Context: an optimization exercise on an open-source flow, tuned for small area, a short achievable clock period and few clock cycles. The choices shown serve that exercise and are no tape-out recipe.
In this exercise RTL edits were held to simulation tests only and were not proved equivalent to the original.

==> job 6699: inputs <==
## bld_head
module bld_head (
    input  wire         clk,
    input  wire         rst,
    input  wire         cfg_we,
    input  wire [6:0]   cfg_addr,
    input  wire [31:0]  cfg_data,
    input  wire         in_valid,
    output wire         in_ready,
    input  wire         in_last,
    input  wire [12:0]  in_x,
    input  wire [12:0]  in_y,
    input  wire [7:0]   in_present,
    input  wire [127:0] in_l,
    input  wire [127:0] in_a,
    output reg          out_valid,
    output reg  [15:0]  out_v,
    output reg          out_lowered,
    output reg          out_raised,
    output reg          sum_valid,
    output wire [31:0]  sum_drive,
    output wire [20:0]  sum_clamped,
    output wire [20:0]  sum_lifted
);
    localparam NE = 3;           
    wire [31:0] wdata = cfg_data & {32{~rst}};
    wire        wr    = cfg_we | rst;
    reg [127:0] slot_alpha;
    reg [7:0]   slot_en;      
    reg [7:0]   slot_att;     
  ...
==> flow/config.mk <==
export PLATFORM = sky130hd
export DESIGN_NAME = bld_head
export DESIGN_NICKNAME = bld_head
export VERILOG_FILES = /design/flow/design.v
export SDC_FILE = /design/flow/constraint.sdc
export NUM_CORES = 4
export LEC_CHECK = 0
export CAP_MARGIN = 20
export CORE_MARGIN = 2
export CORE_UTILIZATION = 45
export PLACE_DENSITY = 0.55
export SLEW_MARGIN = 20
==> flow/constraint.sdc <==
create_clock -name core_clock -period 50.0 [get_ports {clk}]
set_input_delay 10.0000 -clock core_clock [delete_from_list [all_inputs] [get_ports {clk}]]
set_output_delay 10.0000 -clock core_clock [all_outputs]
set_load 0.01 [all_outputs]
run.sh (not shown) runs the stock make flow with config.mk's settings and CLKGATE_MAP_FILE= SYNTH_SCRIPT=/design/flow/synth_recipe.tcl, a recipe that flattens the netlist after the stock synthesis.
==> job 4328 (differences from job 6699) <==
Settings changed: CORE_UTILIZATION 45 to 30, PLACE_DENSITY 0.55 to 0.4.
==> job 7754 (differences from job 6699) <==
Settings changed: CORE_UTILIZATION 45 to 65, PLACE_DENSITY 0.55 to 0.75.
==> job 9418 (differences from job 6699) <==
Settings changed: CORE_UTILIZATION 45 to 55, PLACE_DENSITY 0.55 to 0.65.
==> notes <==
- Non-clock buffer count, highest first: job 4328, job 6699, job 9418, job 7754.
- Between job 9418 and job 7754, the lower via count is in job 9418 (gap 1.3%, measured against job 7754).
- Synthesized cell count is the same in job 6699 and job 4328.
- Global-route usage: job 6699 is higher than job 4328 (6.9 points).
- Final cell count, highest first: job 4328, job 6699, job 9418, job 7754.
==> figures <==
quantity                                                                     job 9418                        job 6699                       job 4328                        job 7754
Well-tap cell count                                                              5451                            6681                           9920                            4578
Reg2reg start                                          eng[0].u_eng.d[4]$_SDFFE_PP0P_  eng[1].u_eng.d[4]$_SDFFE_PP0P_  eng[1].u_eng.s3_k[10]$_DFF_P_  eng[0].u_eng.d[2]$_SDFFE_PP0P_
Rel. slew slack                                                                15.39%                          19.75%                         14.05%                          9.156%
Maximum fanout along the worst path                                                 9                              20                             14                               5
Met2 capacity usage during global routing                                      50.20%                          42.91%                         32.87%                          55.46%
Ratio of cells with drive above 1 in the final layout                          6.691%                          6.914%                         7.395%                          6.357%
Post-placement worst setup slack                                             36.67 ns                        36.77 ns                       36.71 ns                        36.78 ns
Setup slack of the critical path after layout                                37.70 ns                        37.66 ns                       37.78 ns                        37.73 ns
Antenna cell count                                                                116                              87                            214                              85
Outcome                                                       complete, no violations         complete, no violations        complete, no violations         complete, no violations
Worst hold path endpoint                                  eng[1].u_eng.s2_nop$_DFF_P_              c_ceil[12]$_DFF_P_  eng[1].u_eng.s2_fn[0]$_DFF_P_              c_ceil[11]$_DFF_P_
Testbench counts of job 6699, summed over its fixed seeds: cycles 18,822.
Testbench counts of job 4328, summed over its fixed seeds: cycles 18,822.
Testbench counts of job 7754, summed over its fixed seeds: cycles 18,822.
Testbench counts of job 9418, summed over its fixed seeds: cycles 18,822.

==> inputs of trial 8 <==
Another version of the RTL of bld_head (not shown whole).
==> flow/config.mk <==
export PLATFORM = sky130hd
export DESIGN_NAME = bld_head
export DESIGN_NICKNAME = bld_head
export VERILOG_FILES = /design/flow/design.v
export SDC_FILE = /design/flow/constraint.sdc
export NUM_CORES = 4
export LEC_CHECK = 0
export CAP_MARGIN = 20
export CORE_MARGIN = 2
export CORE_UTILIZATION = 30
export PLACE_DENSITY = 0.4
export SLEW_MARGIN = 20
==> flow/constraint.sdc <==
create_clock -name core_clock -period 50.0 [get_ports {clk}]
set_input_delay 10.0000 -clock core_clock [delete_from_list [all_inputs] [get_ports {clk}]]
set_output_delay 10.0000 -clock core_clock [all_outputs]
set_load 0.01 [all_outputs]
==> inputs of build 23, as changes to trial 8 <==
Settings changed: CORE_UTILIZATION 30 to 55, PLACE_DENSITY 0.4 to 0.65.
==> results.txt <==
	trial 8	build 23
Run status	no timing/DRC/antenna violations	no timing/DRC/antenna violations
Register area	98430 sq um	98420 sq um
Clock buffer count from CTS	411	372
Met2 wire length	408000 um	348900 um
Highest fanout seen on the critical path	62	48
Met2 track utilization from global routing	35.97%	56.36%
Routed wl met3	58100 um	87710 um
Post-route cell area	262700 sq um	255100 sq um
Die Span Y	879.7 um	650.7 um
Initial antenna violation count	174	116
Chip Width	879.7 um	650.7 um
Gr usage total	23.11%	36.70%
Total of fill cells in the finished design	76.76k	33.99k
Via count of the first global-routing pass	167.5k	167.8k
Number of vias in the routed layout	167.9k	170.6k
Testbench counts of trial 8, summed over its fixed seeds: cycles 18,822.
Testbench counts of build 23, summed over its fixed seeds: cycles 18,822.

==> port drivers added, routing unchanged <==
How much do the figures lean on ideal ports? The routed layouts below were timed once more, with nothing changed but the port constraints.
Step 1: set_driving_cell puts a clkbuf_16 on clk and a buf_2 on each other input, an assumption about the parent block.
Step 2 also shifts input and output timing later by t, the mid clock arrival at the registers, as if the neighbouring blocks saw the same clock.
Slacks: ideal ports / drivers / drivers and shift; pairs: ideal ports / drivers.
| run | shift t [ns] | setup slack, ns | hold slack, ns | worst setup path after step 2 | worst data-port slew with drivers (ns) |
|---|---|---|---|---|---|
| job 6699 | 1.123 | 37.664 / 37.526 / 36.712 | 0.284 / 0.284 / 0.284 | input to register | 0.22 |
| job 4328 | 1.160 | 37.778 / 37.628 / 36.748 | 0.321 / 0.321 / 0.321 | input to register | 0.26 |
| job 7754 | 1.059 | 37.731 / 37.607 / 36.922 | 0.321 / 0.321 / 0.321 | input to register | 0.25 |
| job 9418 | 1.070 | 37.705 / 37.575 / 36.744 | 0.325 / 0.325 / 0.325 | input to register | 0.30 |
| trial 8 | 1.166 | 35.272 / 35.272 / 35.272 | 0.304 / 0.304 / 0.304 | register to register | 0.37 |
| build 23 | 1.087 | 35.792 / 35.792 / 35.792 | 0.314 / 0.314 / 0.314 | register to register | 0.53 |
After both steps setup and hold are still met in every run listed. The setup slack of job 4328, which loses most, moves by -0.150 ns with the drivers and by -1.030 ns with both steps.
